This design comes from an exercise in tuning for a short achievable clock period and few clock cycles per item on the open sky130 flow, not from production work.
In this exercise RTL edits were held to simulation tests only and were not proved equivalent to the original.
Power is estimated from default activity; no workload was simulated.

$ cat design.v
module flw_dec (
    input  wire        clk,
    input  wire        rst,
    input  wire        in_valid,
    input  wire [7:0]  in_data,
    input  wire        in_last,
    output wire        in_ready,
    output reg         out_valid,
    output reg  [7:0]  out_data,
    output reg         done,
    output reg         res_ok,
    output reg  [3:0]  res_cause,
    output reg  [31:0] res_pos,
    output reg  [31:0] res_orig,
    output reg         mem_wr_en,
    output reg  [15:0] mem_wr_addr,
    output reg  [7:0]  mem_wr_data,
    output reg         mem_rd_en,
    output reg  [15:0] mem_rd_addr,
    input  wire [7:0]  mem_rd_data
);
    localparam [3:0] S_HDR    = 4'd0,
                     S_BH     = 4'd1,
                     S_STORED = 4'd2,
                     S_TOK    = 4'd3,
                     S_LEXT   = 4'd4,
                     S_LIT    = 4'd5,
                     S_DIST   = 4'd6,
                     S_MEXT   = 4'd7,
                     S_LCHK   = 4'd8,
                     S_TRL    = 4'd9,
                     S_DRAIN  = 4'd10,
                     S_MCHK   = 4'd11,
                     S_BEND   = 4'd12,
                     S_FIN    = 4'd13;
    localparam [1:0] K_LIT = 2'd0, K_MATCH = 2'd1, K_BEND = 2'd2, K_SEND = 2'd3;
    localparam [1:0] P_LIT = 2'd0, P_RAM = 2'd1, P_HIST = 2'd2, P_BEND = 2'd3;
    localparam [31:0] CRC_POLY = 32'h82F63B78;    
    function [31:0] crc8;
        input [31:0] c;
        input [7:0]  d;
        integer k;
        begin
            crc8 = c ^ {24'd0, d};
            for (k = 0; k < 8; k = k + 1)
                crc8 = crc8[0] ? ((crc8 >> 1) ^ CRC_POLY) : (crc8 >> 1);
        end
    endfunction
    reg       hv, sv;
    reg [7:0] b,  sb;
    reg       bl, sl;
    reg       in_ready_q;
    assign in_ready = in_ready_q;
    wire in_take = in_valid && in_ready_q;
    wire sv_next;
    localparam QD = 8;
    localparam QA = 3;
    reg [66:0]   q_mem [0:QD-1];
    reg [QA-1:0] q_wp, q_rp;
    reg [QA:0]   q_cnt;           
    reg          q_ne;            
    reg          q_room;          
    wire [66:0]  q_head = q_mem[q_rp];
    reg          m_active;        
    reg [2:0]    li;              
    wire         pop;             
    reg [QA:0]   q_cnt_n;
    reg          e_v;
    reg [1:0]    e_k;
    reg          e_f;
    reg [63:0]   e_x;
    reg [3:0]  state;
    reg [3:0]  idx;
    reg [95:0] fld;
    reg [31:0] spos;          
    reg [31:0] spos_n;        
    reg [31:0] ipos;          
    reg [31:0] tokpos;        
    reg [15:0] wmask;         
    reg [15:0] sched_lo;      
    reg [15:0] sched_hi;      
    reg        sched_c;
    reg [31:0] bcrc;
    reg [16:0] oroom;         
    reg [16:0] body_rem;      
    reg        br0, br1;      
    reg [4:0]  mf;
    reg [20:0] vint;
    reg [21:0] lreg;          
    reg [16:0] cnt;           
    reg        cnt1;          
    reg [7:0]  mdist_lo;
    reg [15:0] mdm1_q;
    reg        pend_last;     
    reg        bend_pend;     
    reg [3:0]  v_cause;       
    reg [31:0] v_pos;
    reg        bh_pre_bad;
    reg [1:0]  bh_kind_q;
    reg        bh_body0_q;
    reg [16:0] sp_r;          
    reg [16:0] or_r;          
    reg        ld_gt, ld_ne;  
    reg        bfail;
    reg [63:0] bend_x;        
    reg [31:0] verified;
    reg [31:0] crc_s;
    wire       be_idle;
    wire [31:0] sched = {sched_hi, sched_lo};
    wire needs_body = (state == S_TOK) || (state == S_LEXT) ||
                      (state == S_DIST) || (state == S_MEXT);
    wire in_body    = needs_body || (state == S_LIT) || (state == S_STORED);
    wire body_out   = needs_body && br0;
    wire pushes     = (state == S_STORED) || (state == S_LIT) || (state == S_TOK) ||
                      (state == S_DIST) || (state == S_TRL && idx == 4'd11) ||
                      (state == S_BH && bend_pend);
    wire consuming  = (state != S_LCHK) && (state != S_MCHK) && (state != S_BEND) &&
                      (state != S_FIN) && !body_out &&
                      !(pushes && !q_room) &&
                      !(state == S_TRL && idx == 4'd11 && !be_idle && !bl);
    wire take       = hv && consuming;
    wire [95:0] fld_n = {b, fld[95:8]};
    wire [31:0] pw0 = fld[63:32];
    wire [31:0] pw1 = fld[95:64];
    wire [1:0]  p_kind = pw0[31:30];
    wire [23:0] p_body = pw0[23:0];
    wire [23:0] p_orig = pw1[23:0];
    wire p_bad = (p_kind == 2'b11) ||
                 (pw0[29:24] != 6'd0) || (pw1[31:24] != 8'd0) ||
                 (p_body > 24'd65536) ||
                 (p_kind != 2'b10 && p_orig > 24'd65536) ||
                 (p_kind == 2'b01 && p_body != p_orig) ||
                 (p_kind == 2'b00 && p_body >= p_orig) ||
                 (p_kind != 2'b10 && p_orig == 24'd0) ||
                 (p_kind == 2'b10 && (p_body != 24'd0 || p_orig != 24'd0));
    wire [16:0] bh_body_n = fld[24:8];
    wire [16:0] bh_orig_n = fld[56:40];
    wire        bh_w2_nz  = ({b, fld[95:72]} != 32'd0);
    wire [20:0] vint_n = vint | ({14'd0, b[6:0]} << (7 * idx));
    wire [2:0] tL      = b[7:5];
    wire       br_hi0  = (body_rem[16:3] == 14'd0);
    wire       or_hi0  = (oroom[16:3] == 14'd0);
    wire       t_gt_r  = br_hi0 && ({1'b0, tL} >= {1'b0, body_rem[2:0]});
    wire       t_eq_r  = br_hi0 && ({1'b0, body_rem[2:0]} == {1'b0, tL} + 4'd1);
    wire       t_gt_o  = or_hi0 && (tL > oroom[2:0]);
    wire       t_eq_o  = or_hi0 && (tL == oroom[2:0]);
    wire [21:0] lx     = {1'b0, vint_n} + 22'd7;
    wire [21:0] lx1    = {1'b0, vint_n} + 22'd8;
    reg         l_gt_r, l_eq_r, l_gt_o, l_eq_o;
    wire [15:0] dm1      = {b, mdist_lo};              
    wire        sched_sm = (sched_hi == 16'd0) && !sched_c;
    reg         lo_ge, lo_wm;
    wire        dist_bad = (sched_sm && (b > sched_lo[15:8] ||
                                         (b == sched_lo[15:8] && lo_ge))) ||
                           lo_wm || ((b & wmask[15:8]) != 8'd0);
    wire [16:0] len_dist = {12'd0, mf} + 17'd3;
    wire [21:0] mx       = {1'b0, vint_n} + 22'd34;
    reg         m_gt_o, m_ne_o;
    reg  [15:0] lm1_q;        
    wire [16:0] m_sp     = {1'b0, sched_lo} + {1'b0, lreg[15:0]};
    reg        pack_ok;       
    reg        hold;          
    reg        append, commit;
    reg        push;
    reg [1:0]  push_k;
    reg [63:0] push_x;
    reg        push_f;
    task put;
        input [1:0]  kind;
        input [63:0] x;
        begin
            push   = 1'b1;
            push_k = kind;
            push_x = x;
            push_f = 1'b0;
        end
    endtask
    task finish;
        input [3:0]  cause;
        input [31:0] pos;
        begin
            v_cause <= cause;
            v_pos   <= pos;
            state   <= S_FIN;
        end
    endtask
    task reject;
        input [3:0]  cause;
        input [31:0] pos;
        input        last;
        begin
            v_cause <= cause;
            v_pos   <= pos;
            state   <= last ? S_FIN : S_DRAIN;
        end
    endtask
    task go;
        input [3:0]  next;
        input        last;
        input [31:0] fpos;
        begin
            if (last)
                finish(4'd8, fpos);
            else
                state <= next;
        end
    endtask
    task lit_known;
        input        gt_r, eq_r, gt_o, eq_o;
        input [16:0] L;
        input        L0, L1;
        input        mf_nz;
        input [31:0] pos;
        input        last;
        input [31:0] fpos;
        begin
            if (gt_r || gt_o)
                reject(4'd4, pos, last);
            else if (eq_r) begin
                if (mf_nz || !eq_o)
                    reject(4'd4, pos, last);
                else if (L0) begin
                    put(K_BEND, {ipos, bcrc});
                    idx <= 4'd0;
                    go(S_BH, last, fpos);
                end else begin
                    cnt  <= L;
                    cnt1 <= L1;
                    go(S_LIT, last, fpos);
                end
            end else if (L0) begin
                idx <= 4'd0;
                go(S_DIST, last, fpos);
            end else begin
                cnt  <= L;
                cnt1 <= L1;
                go(S_LIT, last, fpos);
            end
        end
    endtask
    task match_ok;
        input [15:0] d1;
        input [15:0] lm1;
        input [16:0] sp;
        input [16:0] orn;
        input        final_seq;
        begin
            put(K_MATCH, {13'd0, (d1 < 16'd2), d1[1:0], lm1, d1, sched_lo});
            sched_lo <= sp[15:0];
            sched_c  <= sp[16];
            oroom    <= orn;
            if (final_seq) begin
                bend_pend <= 1'b1;
                idx       <= 4'd0;
                state     <= S_BH;
            end else
                state <= S_TOK;
        end
    endtask
    always @(posedge clk) begin
        push   = 1'b0;
        push_k = K_LIT;
        push_x = {56'd0, b};
        push_f = 1'b0;
        if (take) begin
            spos   <= spos_n;
            spos_n <= spos_n + 32'd1;
        end
        if (take && in_body) begin
            body_rem <= body_rem - 17'd1;
            br0      <= br1;
            br1      <= (body_rem == 17'd2);
        end
        sched_hi <= sched_hi + {15'd0, sched_c};
        sched_c  <= 1'b0;
        if (idx == 4'd8) begin
            bh_pre_bad <= p_bad;
            bh_kind_q  <= p_kind;
            bh_body0_q <= (p_body == 24'd0);
        end
        sp_r  <= {1'b0, sched_lo} + len_dist;
        or_r  <= oroom - len_dist;
        ld_gt <= len_dist > oroom;
        ld_ne <= len_dist != oroom;
        if (rst) begin
            bend_pend <= 1'b0;
            state     <= S_HDR;
            idx       <= 4'd0;
            spos      <= 32'd0;
            spos_n    <= 32'd1;
            sched_lo  <= 16'd0;
            sched_hi  <= 16'd0;
            sched_c   <= 1'b0;
        end else begin
            case (state)
            S_HDR: if (take) begin
                fld <= fld_n;
                idx <= idx + 4'd1;
                if (idx == 4'd3 && fld_n[95:64] != 32'h31574C46)
                    reject(4'd1, 32'd0, bl);
                else if (idx == 4'd4 && (b[7:4] != 4'd0 || b[3:0] > 4'd9))
                    reject(4'd2, 32'd4, bl);
                else if (idx == 4'd5 && (b < 8'd10 || b > 8'd16))
                    reject(4'd2, 32'd5, bl);
                else if (idx == 4'd7 && fld_n[95:80] != 16'd0)
                    reject(4'd2, 32'd6, bl);
                else begin
                    if (idx == 4'd5)
                        wmask <= 16'hFFFF << b[4:0];
                    if (idx == 4'd7) begin
                        idx <= 4'd0;
                        go(S_BH, bl, spos_n);
                    end else
                        go(S_HDR, bl, spos_n);
                end
            end
            S_BH: if (take) begin
                fld <= fld_n;
                idx <= idx + 4'd1;
                if (idx == 4'd0) begin
                    ipos <= spos;
                    if (bend_pend) begin
                        put(K_BEND, {ipos, bcrc});
                        bend_pend <= 1'b0;
                    end
                end
                if (idx == 4'd11) begin
                    oroom    <= bh_orig_n;
                    body_rem <= bh_body_n;
                    br0      <= (bh_body_n == 17'd0);
                    br1      <= (bh_body_n == 17'd1);
                    bcrc     <= {b, fld[95:72]};
                    idx      <= 4'd0;
                    if (bh_pre_bad || (bh_kind_q == 2'b10 && bh_w2_nz))
                        reject(4'd3, ipos, bl);
                    else if (bh_kind_q == 2'b10)
                        go(S_TRL, bl, spos_n);
                    else if (bh_kind_q == 2'b01)
                        go(S_STORED, bl, spos_n);
                    else if (bh_body0_q)
                        reject(4'd4, ipos, bl);
                    else
                        go(S_TOK, bl, spos_n);
                end else
                    go(S_BH, bl, spos_n);
            end
            S_STORED: if (take) begin
                put(K_LIT, {56'd0, b});
                sched_lo <= sched_lo + 16'd1;
                sched_c  <= (sched_lo == 16'hFFFF);
                if (br1) begin
                    bend_pend <= 1'b1;
                    idx       <= 4'd0;
                    go(S_BH, bl, spos_n);
                end else
                    go(S_STORED, bl, spos_n);
            end
            S_TOK: if (body_out)
                reject(4'd4, tokpos, 1'b0);
            else if (take) begin
                tokpos <= spos;
                mf     <= b[4:0];
                if (tL == 3'd7) begin
                    idx  <= 4'd0;
                    vint <= 21'd0;
                    go(S_LEXT, bl, spos_n);
                end else
                    lit_known(t_gt_r, t_eq_r, t_gt_o, t_eq_o, {14'd0, tL},
                              tL == 3'd0, tL == 3'd1, b[4:0] != 5'd0,
                              spos, bl, spos_n);
            end
            S_LEXT: if (body_out)
                reject(4'd4, tokpos, 1'b0);
            else if (take) begin
                vint <= vint_n;
                idx  <= idx + 4'd1;
                if (b[7] && idx == 4'd2)
                    reject(4'd4, tokpos, bl);
                else if (b[7])
                    go(S_LEXT, bl, spos_n);
                else begin
                    lreg      <= lx;
                    l_gt_r    <= lx >= {5'd0, body_rem};      
                    l_eq_r    <= lx1 == {5'd0, body_rem};
                    l_gt_o    <= lx > {5'd0, oroom};
                    l_eq_o    <= lx == {5'd0, oroom};
                    pend_last <= bl;
                    state     <= S_LCHK;
                end
            end
            S_LCHK: if (q_room)
                lit_known(l_gt_r, l_eq_r, l_gt_o, l_eq_o, lreg[16:0],
                          1'b0, 1'b0, mf != 5'd0,
                          tokpos, pend_last, spos);
            S_LIT: if (take) begin
                put(K_LIT, {56'd0, b});
                sched_lo <= sched_lo + 16'd1;
                sched_c  <= (sched_lo == 16'hFFFF);
                oroom    <= oroom - 17'd1;
                cnt      <= cnt - 17'd1;
                cnt1     <= (cnt == 17'd2);
                if (cnt1) begin
                    if (br1) begin
                        bend_pend <= 1'b1;
                        idx       <= 4'd0;
                        go(S_BH, bl, spos_n);
                    end else begin
                        idx <= 4'd0;
                        go(S_DIST, bl, spos_n);
                    end
                end else
                    go(S_LIT, bl, spos_n);
            end
            S_DIST: if (body_out)
                reject(4'd4, tokpos, 1'b0);
            else if (take) begin
                idx <= idx + 4'd1;
                if (idx == 4'd0) begin
                    mdist_lo <= b;
                    lo_ge    <= b >= sched_lo[7:0];
                    lo_wm    <= (b & wmask[7:0]) != 8'd0;
                    go(S_DIST, bl, spos_n);
                end else begin
                    mdm1_q <= dm1;
                    if (dist_bad)
                        reject(4'd4, tokpos, bl);
                    else if (mf == 5'd31) begin
                        idx  <= 4'd0;
                        vint <= 21'd0;
                        go(S_MEXT, bl, spos_n);
                    end else if (ld_gt || (br1 && ld_ne))
                        reject(4'd4, tokpos, bl);
                    else if (bl)
                        finish(4'd8, spos_n);
                    else
                        match_ok(dm1, {11'd0, mf} + 16'd2, sp_r, or_r, br1);
                end
            end
            S_MEXT: if (body_out)
                reject(4'd4, tokpos, 1'b0);
            else if (take) begin
                vint <= vint_n;
                idx  <= idx + 4'd1;
                if (b[7] && idx == 4'd2)
                    reject(4'd4, tokpos, bl);
                else if (b[7])
                    go(S_MEXT, bl, spos_n);
                else begin
                    lreg      <= mx;
                    m_gt_o    <= mx > {5'd0, oroom};
                    lm1_q     <= vint_n[15:0] + 16'd33;
                    m_ne_o    <= mx != {5'd0, oroom};
                    pend_last <= bl;
                    state     <= S_MCHK;
                end
            end
            S_MCHK: if (q_room) begin
                if (m_gt_o || (br0 && m_ne_o))
                    reject(4'd4, tokpos, pend_last);
                else if (pend_last)
                    finish(4'd8, spos);
                else
                    match_ok(mdm1_q, lm1_q, m_sp | {lreg[16], 16'd0},
                             oroom - lreg[16:0], br0);
            end
            S_TRL: if (take) begin
                fld <= fld_n;
                idx <= idx + 4'd1;
                if (idx == 4'd0)
                    ipos <= spos;
                if (idx == 4'd7 && fld_n[95:32] != {32'd0, sched})
                    reject(4'd6, ipos, bl);
                else if (idx == 4'd11) begin
                    if (bl) begin
                        put(K_SEND, {ipos, fld_n[95:64]});
                        push_f    = 1'b1;
                        state     <= S_HDR;
                        idx       <= 4'd0;
                        spos      <= 32'd0;
                        spos_n    <= 32'd1;
                        sched_lo  <= 16'd0;
                        sched_hi  <= 16'd0;
                        sched_c   <= 1'b0;
                    end
                    else if (bfail)
                        reject(4'd5, 32'd0, 1'b0);
                    else if (fld_n[95:64] != ~crc_s)
                        reject(4'd7, ipos, 1'b0);
                    else
                        finish(4'd0, ipos);
                end else
                    go(S_TRL, bl, spos_n);
            end
            S_DRAIN: if (take && bl)
                state <= S_FIN;
            S_FIN: if (q_room && bend_pend) begin
                put(K_BEND, {ipos, bcrc});
                bend_pend <= 1'b0;
            end else if (q_room) begin
                put(K_SEND, {v_pos, (v_cause == 4'd0) ? fld[95:64] : {28'd0, v_cause}});
                push_f    = (v_cause == 4'd0);
                state     <= S_HDR;
                idx       <= 4'd0;
                spos      <= 32'd0;
                spos_n    <= 32'd1;
                sched_lo  <= 16'd0;
                sched_hi  <= 16'd0;
                sched_c   <= 1'b0;
            end
            default: state <= S_HDR;
            endcase
        end
        hold   = e_v && e_k == K_LIT && e_x[58:56] != 3'd6 && pack_ok &&
                 (state == S_LIT || state == S_STORED);
        append = hold && push;
        commit = e_v && !hold;
        q_cnt_n = q_cnt + {{QA{1'b0}}, commit} - {{QA{1'b0}}, pop};
        if (append) begin
            e_x[58:56] <= e_x[58:56] + 3'd1;
            case (e_x[58:56])
            3'd0: e_x[15:8]  <= push_x[7:0];
            3'd1: e_x[23:16] <= push_x[7:0];
            3'd2: e_x[31:24] <= push_x[7:0];
            3'd3: e_x[39:32] <= push_x[7:0];
            3'd4: e_x[47:40] <= push_x[7:0];
            default: e_x[55:48] <= push_x[7:0];
            endcase
        end else if (push) begin
            e_k <= push_k;
            e_x <= push_x;
            e_f <= push_f;
        end
        if (rst) begin
            e_v    <= 1'b0;
            q_room <= 1'b0;
        end else begin
            e_v    <= push || hold;
            q_room <= push ? (q_cnt_n < QD - 1) : (q_cnt_n < QD);
        end
        if (commit)
            q_mem[q_wp] <= e_entry;
        if (rst) begin
            q_wp  <= {QA{1'b0}};
            q_cnt <= {(QA+1){1'b0}};
            q_ne  <= 1'b0;
        end else begin
            if (commit) q_wp <= q_wp + 1'b1;
            q_cnt <= q_cnt_n;
            q_ne  <= (q_cnt_n != 0);
        end
        pack_ok <= (q_cnt_n > 2);
    end
    assign sv_next = hv && !take && (sv || in_take);
    always @(posedge clk) begin
        if (!hv || take) begin
            if (sv) begin
                b  <= sb;
                bl <= sl;
            end else begin
                b  <= in_data;
                bl <= in_last;
            end
        end
        if (in_take && hv && !take && !sv) begin
            sb <= in_data;
            sl <= in_last;
        end
        if (rst) begin
            hv         <= 1'b0;
            sv         <= 1'b0;
            in_ready_q <= 1'b0;
        end else begin
            case ({hv, sv})
            2'b00: begin hv <= in_take; sv <= 1'b0; end
            2'b10: begin hv <= in_take || !take; sv <= in_take && !take; end
            default: begin hv <= 1'b1; sv <= !take; end
            endcase
            in_ready_q <= !sv_next;
        end
    end
    reg [15:0] m_src;
    reg [15:0] m_cnt;          
    reg        m_one;          
    reg        m_ram;          
    reg        m_h;            
    reg        s1_v;  reg [1:0] s1_k;  reg [7:0] s1_d;
    reg        s2_v;  reg [1:0] s2_k;  reg [7:0] s2_d;
    reg        s3_bend;        
    reg        s3_send;
    reg        c_v;            
    reg        mk_busy;        
    reg [64:0] send_x;         
    reg [7:0]  hist0, hist1;
    reg [15:0] opos;
    reg [31:0] ocount;
    reg [31:0] crc_b;
    assign be_idle = !e_v && !q_ne && !m_active && !s1_v && !s2_v && !c_v;
    wire [7:0] s2_val = (s2_k == P_RAM)  ? mem_rd_data :
                        (s2_k == P_HIST) ? (s2_d[0] ? hist1 : hist0) :
                        s2_d;
    wire [1:0]  h_kind = q_head[65:64];
    wire [15:0] h_src  = q_head[15:0];
    wire [15:0] h_lm1  = q_head[31:16];
    wire        h_ram  = !q_head[34];
    wire issue_m = m_active;
    wire take_h  = !m_active && q_ne && !(h_kind[1] && mk_busy);
    wire lit_end = (li == q_head[58:56]);
    assign pop   = take_h && (h_kind != K_LIT || lit_end);
    wire [7:0] h_byte = q_head[{li, 3'b000} +: 8];
    wire [66:0] e_entry = (e_k == K_MATCH) ?
        {1'b0, K_MATCH, 29'd0, e_x[50:48], e_x[47:32], e_x[15:0] + ~e_x[31:16]} :
        {e_f, e_k, e_x};
    always @(posedge clk) begin
        s1_v        <= issue_m || take_h;
        mem_rd_addr <= issue_m ? m_src : h_src;
        mem_rd_en   <= issue_m ? m_ram : (pop && h_kind == K_MATCH && h_ram);
        if (issue_m) begin
            s1_k  <= m_ram ? P_RAM : P_HIST;
            s1_d  <= {7'd0, m_h};
            m_src <= m_src + 16'd1;
            m_cnt <= m_cnt - 16'd1;
            m_one <= (m_cnt == 16'd2);
            if (m_one)
                m_active <= 1'b0;
        end else if (take_h) begin
            s1_d <= h_byte;
            case (h_kind)
            K_LIT:   begin
                s1_k <= P_LIT;
                li   <= lit_end ? 3'd0 : li + 3'd1;
            end
            K_BEND:  begin
                s1_k    <= P_BEND;
                s1_d    <= 8'd0;
                if (!bfail)
                    bend_x <= q_head[63:0];
                mk_busy <= 1'b1;
            end
            K_SEND:  begin
                s1_k    <= P_BEND;
                s1_d    <= 8'd1;
                send_x  <= {q_head[66], q_head[63:0]};
                mk_busy <= 1'b1;
            end
            default: begin
                s1_k     <= h_ram ? P_RAM : P_HIST;
                s1_d     <= {7'd0, q_head[32]};
                m_active <= 1'b1;
                m_ram    <= h_ram;
                m_h      <= q_head[32];
                m_src    <= h_src + 16'd1;
                m_cnt    <= h_lm1;
                m_one    <= (h_lm1 == 16'd1);
            end
            endcase
        end
        s2_v <= s1_v; s2_k <= s1_k; s2_d <= s1_d;
        out_valid   <= s2_v && s2_k != P_BEND;
        out_data    <= s2_val;
        mem_wr_en   <= s2_v && s2_k != P_BEND;
        mem_wr_data <= s2_val;
        mem_wr_addr <= opos;
        s3_bend     <= s2_v && s2_k == P_BEND;
        s3_send     <= s2_d[0];
        if (s2_v && s2_k == P_BEND && s2_d[0])
            opos <= 16'd0;
        c_v         <= s2_v;
        if (s2_v && s2_k != P_BEND) begin
            opos  <= opos + 16'd1;
            hist0 <= s2_val;
            hist1 <= hist0;
        end
        if (c_v && !s3_bend) begin
            crc_b  <= crc8(crc_b, hist0);
            crc_s  <= crc8(crc_s, hist0);
            ocount <= ocount + 32'd1;
        end
        done <= 1'b0;
        if (s3_bend && !s3_send) begin
            crc_b   <= 32'hFFFFFFFF;
            mk_busy <= 1'b0;
            if (!bfail) begin
                if (~crc_b != bend_x[31:0])
                    bfail <= 1'b1;
                else
                    verified <= ocount;
            end
        end
        if (s3_bend && s3_send) begin
            mk_busy <= 1'b0;
            done    <= 1'b1;
            if (bfail) begin
                res_ok    <= 1'b0;
                res_cause <= 4'd5;
                res_pos   <= bend_x[63:32];
                res_orig  <= verified;
            end else if (send_x[64] && ~crc_s != send_x[31:0]) begin
                res_ok    <= 1'b0;
                res_cause <= 4'd7;
                res_pos   <= send_x[63:32];
                res_orig  <= verified;
            end else if (send_x[64]) begin
                res_ok    <= 1'b1;
                res_cause <= 4'd0;
                res_pos   <= 32'd0;
                res_orig  <= ocount;
            end else begin
                res_ok    <= 1'b0;
                res_cause <= send_x[3:0];
                res_pos   <= send_x[63:32];
                res_orig  <= verified;
            end
            crc_b    <= 32'hFFFFFFFF;
            crc_s    <= 32'hFFFFFFFF;
            ocount   <= 32'd0;
            verified <= 32'd0;
            bfail    <= 1'b0;
        end
        if (rst) begin
            q_rp      <= {QA{1'b0}};
            li        <= 3'd0;
            m_active  <= 1'b0;
            s1_v      <= 1'b0;
            s2_v      <= 1'b0;
            out_valid <= 1'b0;
            mem_wr_en <= 1'b0;
            mem_rd_en <= 1'b0;
            s3_bend   <= 1'b0;
            c_v       <= 1'b0;
            mk_busy   <= 1'b0;
            crc_b     <= 32'hFFFFFFFF;
            crc_s     <= 32'hFFFFFFFF;
            ocount    <= 32'd0;
            verified  <= 32'd0;
            bfail     <= 1'b0;
            opos      <= 16'd0;
            done      <= 1'b0;
            res_ok    <= 1'b0;
            res_cause <= 4'd0;
            res_pos   <= 32'd0;
            res_orig  <= 32'd0;
        end else begin
            if (pop) q_rp <= q_rp + 1'b1;
        end
    end
endmodule
$ cat standard.sh
#!/bin/bash
# synth_recipe.tcl (not shown) runs the flow's synth.tcl, then flattens the netlist and writes it again
# the make line also repeats each setting of config.mk as NAME=value (left out here)
make -C /OpenROAD-flow-scripts/flow DESIGN_CONFIG=/design/flow/config.mk WORK_HOME=/design/flow/orfs CLKGATE_MAP_FILE= SYNTH_SCRIPT=/design/flow/synth_recipe.tcl "${@:-finish}"
$ cat flow/run.sh
#!/bin/bash
set -euo pipefail
bash standard.sh SETUP_SLACK_MARGIN=8.6 finish > standard.log 2>&1
$ cat constraint.sdc
create_clock -name core_clock -period 12.0 [get_ports {clk}]
set_input_delay 2.4000 -clock core_clock [delete_from_list [all_inputs] [get_ports {clk}]]
set_output_delay 2.4000 -clock core_clock [all_outputs]
set_load 0.01 [all_outputs]
$ cat config.mk
export PLATFORM = sky130hd
export DESIGN_NAME = flw_dec
export DESIGN_NICKNAME = flw_dec
export VERILOG_FILES = /design/flow/design.v
export SDC_FILE = /design/flow/constraint.sdc
export NUM_CORES = 4
export LEC_CHECK = 0
export ABC_CLOCK_PERIOD_IN_PS = 3000
export CAP_MARGIN = 20
export CORE_MARGIN = 2
export CORE_UTILIZATION = 45
export GPL_TIMING_DRIVEN = 1
export PLACE_DENSITY = 0.6
export SETUP_SLACK_MARGIN = 5
export SLEW_MARGIN = 20
==> results of run 1 <==
==> cell type report <==
| class | instances | area (um^2) | area share (%) |
|---|---|---|---|
| antenna | 4 | 10.0 | 0.0106 |
| timing repair inverter | 1 | 8.76 | 0.00931 |
| clock inverter | 94 | 996 | 1.06 |
| sequential | 1636 | 44700 | 47.5 |
| clock buffer | 231 | 4860 | 5.16 |
| inverter | 196 | 785 | 0.834 |
| multi-input combinational | 4237 | 33400 | 35.5 |
| tap | 2218 | 2780 | 2.95 |
| timing repair buffer | 607 | 6590 | 7.00 |
==> layer usage <==
layer  up-vias  global-route usage (%)  part of all wire [%]
met4         2                    12.6                   5.1
met2      2589                    45.2                    47
li1      24700                       -                     -
met1     27600                    36.6                    40
met5         -                       0                0.0036
met3       662                    5.00                   7.9
==> state kept, by name, summed over array words and instances, names as in the netlist, 64 cells and up, named ones only <==
signal and flops:
e_x 64, send_x 65, fld 88, bend_x 64, q_mem 536
==> cells by family after synthesis <==
logic type                 Yosys count  synth area share [%]
AOI/OAI and AO/OA                 1222                  10.1
xor gates and xnor gates           578                  6.62
adders and majority gates          206                  3.40
buffers and inverters              531                  2.78
DFF                               1636                  57.6
muxes                              467                  8.67
and+or+nand+nor                   1760                  10.8
==> Yosys cell counts, types with 47 or more instances <==
| cell | count | share of area (%) |
|---|---|---|
| mux2_2 | 157 | 2.3 |
| a222oi_1 | 49 | 0.64 |
| nand4_1 | 79 | 0.64 |
| nor2_1 | 438 | 2.1 |
| nor4_1 | 72 | 0.58 |
| and2_1 | 51 | 0.41 |
| buf_1 | 51 | 0.25 |
| a22oi_1 | 47 | 0.46 |
| mux4_2 | 145 | 4.2 |
| xor2_1 | 182 | 2.1 |
| xnor2_1 | 390 | 4.4 |
| mux2i_1 | 165 | 2.1 |
| a21o_1 | 55 | 0.54 |
| and3_1 | 63 | 0.51 |
| nand2_1 | 605 | 2.9 |
| ha_1 | 200 | 3.2 |
| inv_1 | 196 | 0.95 |
| a21oi_1 | 341 | 2.2 |
| dfxtp_1 | 465 | 12 |
| nand3_1 | 129 | 0.84 |
| nor3_1 | 103 | 0.67 |
| o21ai_0 | 366 | 2.4 |
| edfxtp_1 | 1171 | 46 |
| clkbuf_1 | 227 | 1.1 |
==> power breakdown <==
| part | internal [mW] | leakage (nW) | switching, mW |
|---|---|---|---|
| combinational | 2.73 | 15.6 | 3.56 |
| sequential | 6.65 | 14.5 | 0.433 |
| clock | 3.19 | 2.85 | 2.32 |
| total | 12.6 | 32.9 | 6.31 |
==> worst max-delay path by stage <==
stage | start | to | depth (start not counted)
detailed placement | rst | fld[95] | 5
global route | idx[2] | m_gt_o | 19
global placement | rst | fld[93] | 5
finish | idx[2] | m_gt_o | 19
CTS | out_data[3] | out_data[3] | 1
floorplan | rst | fld[10] | 6
==> through the flow <==
| stage | hold slack, ns | cell area (um^2) |
|---|---|---|
| after CTS | 0.370 | 91800 |
| final | 0.369 | 94100 |
| after detailed placement | 0.361 | 81300 |
| after global routing | 0.380 | 94100 |
| after floorplan | 0.323 | 77400 |
| after global placement | 0.361 | 81200 |
==> critical path: stages, from the launching register on <==
cell	delay, ns
dfxtp_4	0.38
nor4_4	0.26
buf_4	0.17
buf_4	0.11
buf_6	0.10
a21oi_4	0.08
inv_2	0.09
ha_4	0.18
nand2_8	0.07
a21oi_4	0.23
nand2_4	0.10
xor2_4	0.25
ha_4	0.23
a21o_1	0.18
a21oi_2	0.13
nor2b_1	0.07
a2111oi_2	0.23
o221ai_1	0.19
a221oi_1	0.36
o21ai_1	0.10
==> what timing repair did <==
| action | in CTS | in global routing |
|---|---|---|
| hold buffers | 0 | 0 |
| gates resized for setup | 1202 | 284 |
| hold endpoints to repair | 0 | 0 |
| gates cloned | 26 | 8 |
| setup endpoints to repair | 1608 | 1014 |
| buffers inserted | 199 | 106 |
| pin swaps | 138 | 127 |
==> flow_summary.toml, run 1 <==
[run_status]
status = "timing/DRC/antenna clean"

[min_path]
hp-start = "opos[15]"
holdPathStages = 0
hold_end = "mem_wr_addr[15]"
hold_class = "register to register"

[clock_tree]
insertion_delay_ns = 0.84
cts_tree = "yes"
cts_buffer_depth = 3
root_buffer = "clkbuf_16"
numCtsBuffers = 174
cts_sinks = 1636
path_clk_slew_ns = 0.07
cts_max_level = 4

[route]
drt_first_pass_iters = 11
drt-wirelength-per-cell_um = 27.2
vias_per_cell = 6.02
post-route-drc-count = 0
ant_nets = 0
drt-total-wl_um = 251000
drt-initial-drc-count = 5977
vias = 55600

[finish]
final_nets = 7079
drive_gt1_share_pct = 24.4
final-instance-count-excl-fill = 9224
final_core_util_pct = 55.4
fillers = 13900
area_growth_pct = 22.0
mostFrequentLayoutCell = "edfxtp_1"
final_cell_mix = "edfxtp_1, nand2_1, nor2_1"

[yosys]
yosys_warnings = 1
ys_seq_area_share_pct = 57.6
postSynthAreaPerCell_um2 = 12.1
syn_nets = 6626
synth_seq_cells = 1636
synth_flop_cell = "edfxtp_1"
synth_edf_count = 1171
ys_types = 104
syn_inst = 6400
async_reset_ff_share_pct = 0
syn_area_mm2 = 0.0771

[global_route]
grtUsageTotal_pct = 27.9
grt_first_pass_wirelength_um = 361000
grt_overflow = 0
grt_max_degree = 88
first_global_vias = 53200
antenna_found_initial = 5

[setup_path]
ff2ff_setup_slack_ns = 8.21
r2r-end = "m_gt_o"
crit_fanout = 8
critPathArrivalTime_ns = 4.36
rr_worst_depth = 19
crit_path_start_kind = "register"
end_kind = "register"
worstReg2RegStart = "idx[2]"
critPathRequiredTime_ns = 12.57
path_class = "register to register"

[sta]
rsz0062_at_grt = "yes"
setup_viol = 0
final.setup.tns_ns = 0
worst_pin_slew_ns = 1.23
hold_viol_final = 0
post-route-period-util_pct = 31.6
slew_headroom_pct = 17.7
fin_ws_ns = 8.21
finalMaxSlewViolations = 0
finalCriticalPeriod_ns = 3.79
fmaxAchievable_mhz = 264
fin_skew_ns = 0.0385

[power_and_ir_drop]
power_leakage_nw = 32.9
power_mw = 18.9
vdd_ir_drop_max_uv = 159
power.density_mw_per_mm2 = 201

[job]
maxCapViolCount = 0

[die]
dieHeight_um = 418
fp.dieW_um = 418
core_area_mm2 = 0.170
num_rows = 151
start_util_pct = 45.4
pin_count = 142
die_area_mm2 = 0.175

[placement]
place_ws_ns = 6.18
dp_hpwl_um = 159000
gp_congestion = 0.957
port_buffers = 141
place_inst = 8555
Testbench counts, summed over its fixed seeds: cycles 223,412, bytes 222,265.
==> run 2: changes to the inputs <==
--- a/config.mk
+++ b/config.mk
@@ -9,7 +9,7 @@
 export CAP_MARGIN = 20
 export CORE_MARGIN = 2
-export CORE_UTILIZATION = 45
+export CORE_UTILIZATION = 60
 export GPL_TIMING_DRIVEN = 1
-export PLACE_DENSITY = 0.6
+export PLACE_DENSITY = 0.7
 export SETUP_SLACK_MARGIN = 5
 export SLEW_MARGIN = 20
==> run 2 against run 1 <==
  * Maximum frequency is 4.9% lower
  * Wire length is 1.0% higher
  * Final area is 0.42% lower
  * Largest power group unchanged
  * Clock skew is 0.00079 ns lower
  * Global-route usage is 9.3 points higher
  * Critical path depth is 4 lower
  * Sequential power hardly changed
  * First-iteration DRC count is 25% higher
==> flow_summary.toml, run 2 <==
[sta]
fin_skew_ns = 0.0377
final.setup.tns_ns = 0
finalCriticalPeriod_ns = 3.99
worst_pin_slew_ns = 1.20
fmaxAchievable_mhz = 251
setup_viol = 0
rsz0062_at_grt = "yes"
hold_viol_final = 0
fin_ws_ns = 8.01
post-route-period-util_pct = 33.2
finalMaxSlewViolations = 0
slew_headroom_pct = 19.8

[setup_path]
cp_top_family = "compound AO/OA/AOI/OAI gates"
rr_worst_depth = 15
r2r-end = "e_x[40]"
crit_path_start_kind = "register"
worstReg2RegStart = "b[5]"
slowest_stage = "a222oi_1"
worstPathCellList = "buf_12, clkinvlp_4, ha_4, a31oi_1, and3_1, and3_4, nand4_1, buf_6, a21oi_2, buf_6, or3_4, buf_4, buf_6, a222oi_1, o21ai_1"
crit_buf_inv = 6
cp_common_cell = "buf_6"
critPathArrivalTime_ns = 4.50
crit_fanout = 7
cpPeakStageDelay_ns = 0.78
critPathRequiredTime_ns = 12.52
end_kind = "register"
ff2ff_setup_slack_ns = 8.01
path_class = "register to register"

[finish]
final_cell_mix = "edfxtp_1, nand2_1, nor2_1"
area_growth_pct = 21.4
largest_reg_flops = 536
fillers = 8353
mostFrequentLayoutCell = "edfxtp_1"
drive_gt1_share_pct = 25.2
final_nets = 7117
top_register = "q_mem"
top_regs = "q_mem (536), fld (88), send_x (65)"

[clock_tree]
path_clk_slew_ns = 0.06
cts_tree = "yes"
cts_buffer_depth = 3
numCtsBuffers = 166
cts_sinks = 1636
cts_max_level = 4
insertion_delay_ns = 0.83
root_buffer = "clkbuf_16"
cts_hold_repair.buffers = 0

[die]
num_rows = 131
die_area_mm2 = 0.131
fp.dieW_um = 363
start_util_pct = 60.5
pin_count = 142
core_area_mm2 = 0.128
dieHeight_um = 363

[power_and_ir_drop]
power.density_mw_per_mm2 = 200
vdd_ir_drop_max_uv = 149
power_leakage_nw = 33.1
power_mw = 18.8

[route]
drt-initial-drc-count = 7472
vias_per_cell = 6.61
drt-wirelength-per-cell_um = 29.1
post-route-drc-count = 0
ant_nets = 0
drt-total-wl_um = 253000
drt_first_pass_iters = 9
vias = 57500

[yosys]
ys_types = 104
syn_inst = 6400
yosys_warnings = 1
synth_seq_cells = 1636
async_reset_ff_share_pct = 0
post-synth-top-count-cell = "edfxtp_1"
ys_seq_area_share_pct = 57.6
synth_flop_cell = "edfxtp_1"
synth_area_leaders = "edfxtp_1, dfxtp_1, xnor2_1, mux4_2, ha_1"
postSynthAreaPerCell_um2 = 12.1
synth_edf_count = 1171
syn_area_mm2 = 0.0771
yosys.area.top_type_share_pct = 45.6
yosysTopAreaCell = "edfxtp_1"
syn_nets = 6626
synth_common_cells = "edfxtp_1, nand2_1, dfxtp_1"

[min_path]
hold_class = "register to register"
holdPathStages = 0
hp-start = "opos[15]"
hold_end = "mem_wr_addr[15]"

[global_route]
grtUsageTotal_pct = 37.2
antenna_found_initial = 8
grt_overflow = 0
grt_max_degree = 70
first_global_vias = 54200
grt_first_pass_wirelength_um = 360000

[placement]
dp_hpwl_um = 154000
gp_congestion = 0.963
port_buffers = 141
place_ws_ns = 6.27

[run_status]
status = "timing/DRC/antenna clean"

[job]
maxCapViolCount = 0
run 2: cell families after synthesis:
group / Yosys count / synth area share, %
fa+ha+maj: 206 / 3.40
compound gates: 1222 / 10.1
mux: 467 / 8.67
xor+xnor: 578 / 6.62
flops: 1636 / 57.6
simple gates: 1760 / 10.8
buf+inv: 531 / 2.78
run 2: layer usage:
layer	wire length (um)	GRT usage, %	part of all wire [%]	up-vias
met5	54	0	0.021	-
met2	116000	58.9	46	3700
met3	26000	7.08	10	976
met1	91700	47.9	36	28000
met4	19300	22.4	7.6	8
li1	-	-	-	24800
run 2: how the worst max path moves through the flow:
stage / from / endpoint / slack, ns / cells after the start
2_1_floorplan: rst / fld[10] / 5.71 / 6
3_3_place_gp: register / q_ne / 6.23 / 15
3_5_place_dp: register / q_ne / 6.27 / 15
4_1_cts: b[5] / e_x[42] / 8.17 / 13
5_1_grt: b[5] / e_x[42] / 8.03 / 13
6_report: b[5] / e_x[40] / 8.01 / 15
run 2: what timing repair did:
| action | CTS | global route |
|---|---|---|
| hold endpoints to repair | 0 | 0 |
| gates resized for setup | 1137 | 371 |
| setup endpoints to repair | 1586 | 755 |
| gates cloned | 38 | 16 |
| buffers inserted | 219 | 131 |
| pin swaps | 123 | 187 |
run 2: metrics by stage:
stage / area [um^2] / hold slack (ns) / std cells / util (%)
after floorplan: 77400 / 0.323 / 6400 / -
after global placement: 80400 / 0.359 / 7980 / 63.1
after detailed placement: 80400 / 0.365 / 7981 / 63.1
after CTS: 90800 / 0.374 / 8546 / 71.2
after global routing: 93700 / 0.377 / 8693 / 73.5
final: 93700 / 0.361 / 8696 / 73.5
run 2: report_power, final:
group,total (mW),internal [mW],switching [mW]
Combinational,6.43,2.82,3.62
Clock,5.23,3.01,2.23
Sequential,7.11,6.64,0.465
run 2: final cells by class:
cell class	count	area (um^2)	share of cell area, %
diodes	3	7.51	0.00801
clock buffers	238	4690	5.01
clock inverters	70	739	0.789
inverters	196	774	0.827
multi-input cells	4244	33600	35.9
flip-flops and latches	1636	44700	47.7
well taps	1662	2080	2.22
repair buffers	646	7120	7.60
repair inverters	1	8.76	0.00935

## what the ideal ports hide
In the flow no input, the clock included, has a driving cell. The finished layouts below were timed again as built, in two steps.
Step 1 assumes that a clkbuf_16 drives the clock port and a buf_2 every other input.
Step 2, shift: input delay + t, output delay - t, t = (earliest + latest rising clock arrival at the registers) / 2. This alone moves slack from input paths to output paths.
Three values: no drivers, after step 1, after step 2; two values: the first two.
run | t (ns) | slack for setup (ns) | worst data-port slew with drivers (ns)
run 1 | 0.899 | 8.209 / 8.209 / 7.546 | 0.07
run 2 | 0.892 | 8.015 / 8.015 / 7.471 | 0.18
After both steps every run listed still meets setup and hold. For run 1, which loses most, drivers alone change the setup slack by 0.000 ns; drivers and shift together by -0.663 ns.
